This is an optimization exercise on Yosys and OpenROAD, whose aim is small area, a short achievable clock period and few clock cycles per item, not a production implementation.
At most, simulation tests tie the RTL to the original design; equivalence was not proved.

==> flow/design.v <==
module yx_sha256 (
  input  wire         clk,
  input  wire         rst,       
  input  wire         start,
  input  wire         first,
  input  wire [511:0] block,     
  output wire         ready,
  output reg          done,
  output wire [255:0] digest     
);
  localparam [31:0] IV0 = 32'h6a09e667, IV1 = 32'hbb67ae85,
                    IV2 = 32'h3c6ef372, IV3 = 32'ha54ff53a,
                    IV4 = 32'h510e527f, IV5 = 32'h9b05688c,
                    IV6 = 32'h1f83d9ab, IV7 = 32'h5be0cd19;
  function [31:0] rotr(input [31:0] x, input integer n);
    rotr = (x >> n) | (x << (32 - n));
  endfunction
  function [31:0] csa_s(input [31:0] x, input [31:0] y, input [31:0] z);
    csa_s = x ^ y ^ z;
  endfunction
  function [31:0] csa_c(input [31:0] x, input [31:0] y, input [31:0] z);
    csa_c = ((x & y) | (x & z) | (y & z)) << 1;
  endfunction
  function [31:0] ks_add(input [31:0] x, input [31:0] y);
    reg [31:0] gg, pp, gn, pn;
    integer i, k;
    begin
      gg = x & y;
      pp = x ^ y;
      for (k = 1; k < 32; k = k * 2) begin
        for (i = 0; i < 32; i = i + 1) begin
          if (i >= k) begin
            gn[i] = gg[i] | (pp[i] & gg[i-k]);
            pn[i] = pp[i] & pp[i-k];
          end else begin
            gn[i] = gg[i];
            pn[i] = pp[i];
          end
        end
        gg = gn;
        pp = pn;
      end
      ks_add = x ^ y ^ {gg[30:0], 1'b0};
    end
  endfunction
  localparam [2047:0] K_ALL = {
    32'h428a2f98, 32'h71374491, 32'hb5c0fbcf, 32'he9b5dba5,
    32'h3956c25b, 32'h59f111f1, 32'h923f82a4, 32'hab1c5ed5,
    32'hd807aa98, 32'h12835b01, 32'h243185be, 32'h550c7dc3,
    32'h72be5d74, 32'h80deb1fe, 32'h9bdc06a7, 32'hc19bf174,
    32'he49b69c1, 32'hefbe4786, 32'h0fc19dc6, 32'h240ca1cc,
    32'h2de92c6f, 32'h4a7484aa, 32'h5cb0a9dc, 32'h76f988da,
    32'h983e5152, 32'ha831c66d, 32'hb00327c8, 32'hbf597fc7,
    32'hc6e00bf3, 32'hd5a79147, 32'h06ca6351, 32'h14292967,
    32'h27b70a85, 32'h2e1b2138, 32'h4d2c6dfc, 32'h53380d13,
    32'h650a7354, 32'h766a0abb, 32'h81c2c92e, 32'h92722c85,
    32'ha2bfe8a1, 32'ha81a664b, 32'hc24b8b70, 32'hc76c51a3,
    32'hd192e819, 32'hd6990624, 32'hf40e3585, 32'h106aa070,
    32'h19a4c116, 32'h1e376c08, 32'h2748774c, 32'h34b0bcb5,
    32'h391c0cb3, 32'h4ed8aa4a, 32'h5b9cca4f, 32'h682e6ff3,
    32'h748f82ee, 32'h78a5636f, 32'h84c87814, 32'h8cc70208,
    32'h90befffa, 32'ha4506ceb, 32'hbef9a3f7, 32'hc67178f2
  };
  reg         ebusy;                       
  reg         ei, ei_iv, ei_h;             
  reg         er61, er62, er63;            
  reg  [5:0]  kidx;                        
  reg  [31:0] e, f, g;                     
  reg  [31:0] p, q;                        
  reg  [31:0] kq;                          
  reg  [31:0] kw;                          
  reg  [31:0] t1;                          
  reg  [31:0] w [0:14];                    
  reg  [31:0] w15s, w15c;                  
  reg         pi, pi_iv, pi_h;             
  reg         pa_iv, pa_h;                 
  reg         ai, ai_iv, ai_h;             
  reg         al61, al62, al63;            
  reg  [31:0] a, b, c;                     
  reg         fst;                         
  reg  [31:0] h0, h1, h2, h3, h4, h5, h6, h7;
  wire idle = ~ebusy & ~ei;
  assign ready  = idle | er62;
  assign digest = {h0, h1, h2, h3, h4, h5, h6, h7};
  wire accept = start & ready;
  wire [31:0] big_s1 = rotr(e, 6) ^ rotr(e, 11) ^ rotr(e, 25);
  wire [31:0] ch     = (e & f) ^ (~e & g);
  wire [31:0] e_s1 = csa_s(p, ch, big_s1),   e_c1 = csa_c(p, ch, big_s1);
  wire [31:0] t_s1 = csa_s(q, ch, big_s1),   t_c1 = csa_c(q, ch, big_s1);
  wire [31:0] e_rnd = ks_add(e_s1, e_c1);     
  wire [31:0] t_rnd = ks_add(t_s1, t_c1);     
  wire [31:0] big_s0 = rotr(a, 2) ^ rotr(a, 13) ^ rotr(a, 22);
  wire [31:0] maj    = (a & b) ^ (a & c) ^ (b & c);
  wire [31:0] a_s1 = csa_s(t1, maj, big_s0), a_c1 = csa_c(t1, maj, big_s0);
  wire [31:0] a_rnd = ks_add(a_s1, a_c1);     
  wire [31:0] sel_a = fst ? (al61 ? IV3 : al62 ? IV2 : IV1) : (al61 ? h3 : al62 ? h2 : h1);
  wire [31:0] sel_e = fst ? (er61 ? IV7 : er62 ? IV6 : IV5) : (er61 ? h7 : er62 ? h6 : h5);
  wire [31:0] add_a = sel_a + a;
  wire [31:0] add_e = sel_e + e;
  wire [31:0] base0 = fst ? IV0 : h0;
  wire [31:0] base4 = fst ? IV4 : h4;
  wire [31:0] sml_s0 = rotr(w[1], 7) ^ rotr(w[1], 18) ^ (w[1] >> 3);
  wire [31:0] sml_s1 = rotr(w[14], 17) ^ rotr(w[14], 19) ^ (w[14] >> 10);
  wire [31:0] w_s1   = csa_s(w[0], w[9], sml_s0),  w_c1 = csa_c(w[0], w[9], sml_s0);
  wire [31:0] w_s2   = csa_s(w_s1, w_c1, sml_s1),   w_c2 = csa_c(w_s1, w_c1, sml_s1);
  wire [31:0] w15    = w15s + w15c;
  wire [31:0] op_d  = pi_iv ? IV3 : pi_h ? h3 : pa_iv ? IV2 : pa_h ? h2 : b;
  wire [31:0] op_h  = pi_iv ? IV7 : pi_h ? h7 : g;
  wire [31:0] op_kw = pi ? w[0] : kw;
  wire [31:0] op_q  = pi ? 32'h428a2f98 : er62 ? base0 : 32'd0;
  wire [31:0] op_p  = pi ? 32'h428a2f98 : er62 ? base4 : 32'd0;
  wire [31:0] q_s1  = csa_s(op_h, op_q, op_kw),  q_c1 = csa_c(op_h, op_q, op_kw);
  wire [31:0] p_s1  = csa_s(op_h, op_p, op_kw),  p_c1 = csa_c(op_h, op_p, op_kw);
  wire [31:0] p_s2  = csa_s(p_s1, p_c1, op_d),   p_c2 = csa_c(p_s1, p_c1, op_d);
  wire [31:0] q_nx  = ks_add(q_s1, q_c1);
  wire [31:0] p_nx  = ks_add(p_s2, p_c2);
  wire [5:0]  kidx_nx = accept ? 6'd1 : kidx + 6'd1;
  wire [31:0] kw_nx = kq + w[1];
  wire        rnd_e = ~ei | (er63 & ei_h);     
  wire        rnd_a = ~ai | (al63 & ai_h);     
  wire [31:0] e_alt = ei_iv ? IV4 : h4;
  wire [31:0] f_alt = ei_iv ? IV5 : er63 ? add_e : h5;
  wire [31:0] g_alt = ei_iv ? IV6 : h6;
  wire [31:0] a_alt = ai_iv ? IV0 : h0;
  wire [31:0] b_alt = ai_iv ? IV1 : al63 ? add_a : h1;
  wire [31:0] c_alt = ai_iv ? IV2 : h2;
  integer i;
  always @(posedge clk) begin
    if (rst) begin
      ebusy <= 1'b0;
      ei    <= 1'b0;
      ei_iv <= 1'b0;
      ei_h  <= 1'b0;
      er61  <= 1'b0;
      er62  <= 1'b0;
      er63  <= 1'b0;
      ai    <= 1'b0;
      pi    <= 1'b0;
      pi_iv <= 1'b0;
      pi_h  <= 1'b0;
      pa_iv <= 1'b0;
      pa_h  <= 1'b0;
      ai_iv <= 1'b0;
      ai_h  <= 1'b0;
      al61  <= 1'b0;
      al62  <= 1'b0;
      al63  <= 1'b0;
      done  <= 1'b0;
    end else begin
      ei    <= accept;
      ei_iv <= accept & first;
      ei_h  <= accept & ~first;
      er61  <= ebusy & (kidx == 6'd62);
      er62  <= er61;
      er63  <= er62;
      if (ei)
        ebusy <= 1'b1;
      else if (er63)
        ebusy <= 1'b0;
      ai    <= ei;
      pi_iv <= first & start & ready;
      pi_h  <= ~first & start & ready;
      pi    <= (first & start & ready) | (~first & start & ready);
      pa_iv <= pi_iv;
      pa_h  <= pi_h;
      ai_iv <= ei_iv;
      ai_h  <= ei_h;
      al61  <= er61;
      al62  <= al61;
      al63  <= al62;
      done  <= al63;
    end
  end
  always @(posedge clk) begin
    kidx <= kidx_nx;
    kq   <= K_ALL[2047 - 32*kidx_nx -: 32];
    if (ai) fst <= ai_iv;
    if (er61) h7 <= add_e;
    if (er62) h6 <= add_e;
    if (er63) begin h5 <= add_e; h4 <= e_rnd; end
    if (al61) h3 <= add_a;
    if (al62) h2 <= add_a;
    if (al63) begin h1 <= add_a; h0 <= a_rnd; end
    p  <= p_nx;
    q  <= q_nx;
    kw <= kw_nx;
    t1 <= t_rnd;
    e  <= rnd_e ? e_rnd : e_alt;
    a  <= rnd_a ? a_rnd : a_alt;
    if (ei) begin
      f <= f_alt; g <= g_alt;
    end else begin
      f <= e; g <= f;
    end
    if (ai) begin
      b <= b_alt; c <= c_alt;
    end else begin
      b <= a; c <= b;
    end
    if (ready) begin
      for (i = 0; i < 15; i = i + 1)
        w[i] <= block[511 - 32*i -: 32];
      w15s <= block[31:0];
      w15c <= 32'd0;
    end else begin
      for (i = 0; i < 14; i = i + 1)
        w[i] <= w[i + 1];
      w[14] <= w15;
      w15s  <= w_s2;
      w15c  <= w_c2;
    end
  end
endmodule
clock: 8.0 ns
lec_check: 0
cap_margin: 20
core_margin: 2
core_utilization: 55
cts_buf_list: sky130_fd_sc_hd__clkbuf_16
cts_cluster_diameter: 70
cts_cluster_size: 20
setup_slack_margin: 3.7
slew_margin: 20
standard.sh (not shown) runs the stock make flow with config.mk's settings and CLKGATE_MAP_FILE= SYNTH_SCRIPT=/design/flow/synth_recipe.tcl, a recipe that flattens the netlist after the stock synthesis.
==> flow/flow/run.sh <==
#!/bin/bash
set -euo pipefail
export BUFFER_PORTS_ARGS="-buffer_cell sky130_fd_sc_hd__buf_1"
bash standard.sh > standard_flow.log 2>&1
The baseline ran to the end with no violations.
Testbench counts at the start, summed over its fixed seeds: cycles 50,528, blocks 789.
Next try:
--- a/flow/design.v
+++ b/flow/design.v
@@ -19,8 +19,25 @@
     csa_s = x ^ y ^ z;
   endfunction
   function [31:0] csa_c(input [31:0] x, input [31:0] y, input [31:0] z);
     csa_c = ((x & y) | (x & z) | (y & z)) << 1;
+  endfunction
+  function [31:0] sk_add(input [31:0] x, input [31:0] y);
+    reg [31:0] gg, pp;
+    integer i, k;
+    begin
+      gg = x & y;
+      pp = x ^ y;
+      for (k = 1; k < 32; k = k * 2) begin
+        for (i = 31; i >= 0; i = i - 1) begin
+          if ((i / k) % 2 == 1) begin
+            gg[i] = gg[i] | (pp[i] & gg[(i / k) * k - 1]);
+            pp[i] = pp[i] & pp[(i / k) * k - 1];
+          end
+        end
+      end
+      sk_add = x ^ y ^ {gg[30:0], 1'b0};
+    end
   endfunction
   function [31:0] ks_add(input [31:0] x, input [31:0] y);
     reg [31:0] gg, pp, gn, pn;
     integer i, k;
@@ -86,14 +103,14 @@
   wire [31:0] big_s1 = rotr(e, 6) ^ rotr(e, 11) ^ rotr(e, 25);
   wire [31:0] ch     = (e & f) ^ (~e & g);
   wire [31:0] e_s1 = csa_s(p, ch, big_s1),   e_c1 = csa_c(p, ch, big_s1);
   wire [31:0] t_s1 = csa_s(q, ch, big_s1),   t_c1 = csa_c(q, ch, big_s1);
-  wire [31:0] e_rnd = ks_add(e_s1, e_c1);     
-  wire [31:0] t_rnd = ks_add(t_s1, t_c1);     
+  wire [31:0] e_rnd = sk_add(e_s1, e_c1);     
+  wire [31:0] t_rnd = sk_add(t_s1, t_c1);     
   wire [31:0] big_s0 = rotr(a, 2) ^ rotr(a, 13) ^ rotr(a, 22);
   wire [31:0] maj    = (a & b) ^ (a & c) ^ (b & c);
   wire [31:0] a_s1 = csa_s(t1, maj, big_s0), a_c1 = csa_c(t1, maj, big_s0);
-  wire [31:0] a_rnd = ks_add(a_s1, a_c1);     
+  wire [31:0] a_rnd = sk_add(a_s1, a_c1);     
   wire [31:0] sel_a = fst ? (al61 ? IV3 : al62 ? IV2 : IV1) : (al61 ? h3 : al62 ? h2 : h1);
   wire [31:0] sel_e = fst ? (er61 ? IV7 : er62 ? IV6 : IV5) : (er61 ? h7 : er62 ? h6 : h5);
   wire [31:0] add_a = sel_a + a;
   wire [31:0] add_e = sel_e + e;
@@ -111,10 +128,10 @@
   wire [31:0] op_p  = pi ? 32'h428a2f98 : er62 ? base4 : 32'd0;
   wire [31:0] q_s1  = csa_s(op_h, op_q, op_kw),  q_c1 = csa_c(op_h, op_q, op_kw);
   wire [31:0] p_s1  = csa_s(op_h, op_p, op_kw),  p_c1 = csa_c(op_h, op_p, op_kw);
   wire [31:0] p_s2  = csa_s(p_s1, p_c1, op_d),   p_c2 = csa_c(p_s1, p_c1, op_d);
-  wire [31:0] q_nx  = ks_add(q_s1, q_c1);
-  wire [31:0] p_nx  = ks_add(p_s2, p_c2);
+  wire [31:0] q_nx  = sk_add(q_s1, q_c1);
+  wire [31:0] p_nx  = sk_add(p_s2, p_c2);
   wire [5:0]  kidx_nx = accept ? 6'd1 : kidx + 6'd1;
   wire [31:0] kw_nx = kq + w[1];
   wire        rnd_e = ~ei | (er63 & ei_h);     
   wire        rnd_a = ~ai | (al63 & ai_h);     
- first-iteration DRC count came out lower by 14%
- cell area drops by 2.5%
- register-to-register slack gets worse by 0.17 ns
- global-route usage falls by 1.9 points
- wire length decreases by 7.7%
- core utilization increases by 0.49 points
- worst setup slack is worse by 0.17 ns
- synthesized area came out lower by 3.4%
- final cell count is lower by 4.4%
No functional check of the RTL was part of the second run of this note.

[static timing again, ports no longer ideal]
Ports are ideal in the flow. The routed layouts listed here were re-timed in OpenROAD.
Step 1 sets driving cells, clkbuf_16 on the clock port and buf_2 on the other inputs (assumed; they add their load-dependent delay and slew).
Step 2 moves the port delays by t, midway between the first and last clock arrival at a register: inputs arrive t later, outputs are due t later. That takes back most of the time a late clock gives input paths.
Slacks: no drivers / after step 1 / after step 2; pairs: no drivers / after step 1.
run | shift t [ns] | setup slack, ns | cell pins on the clock port's net
the first run | 0.793 | 3.687 / 3.687 / 3.084 | 1
the second run | 0.786 | 3.512 / 3.512 / 3.115 | 1
After both steps setup and hold are still met in every run listed. For the first run, which loses most, drivers alone change the setup slack by 0.000 ns; drivers and shift together by -0.603 ns.
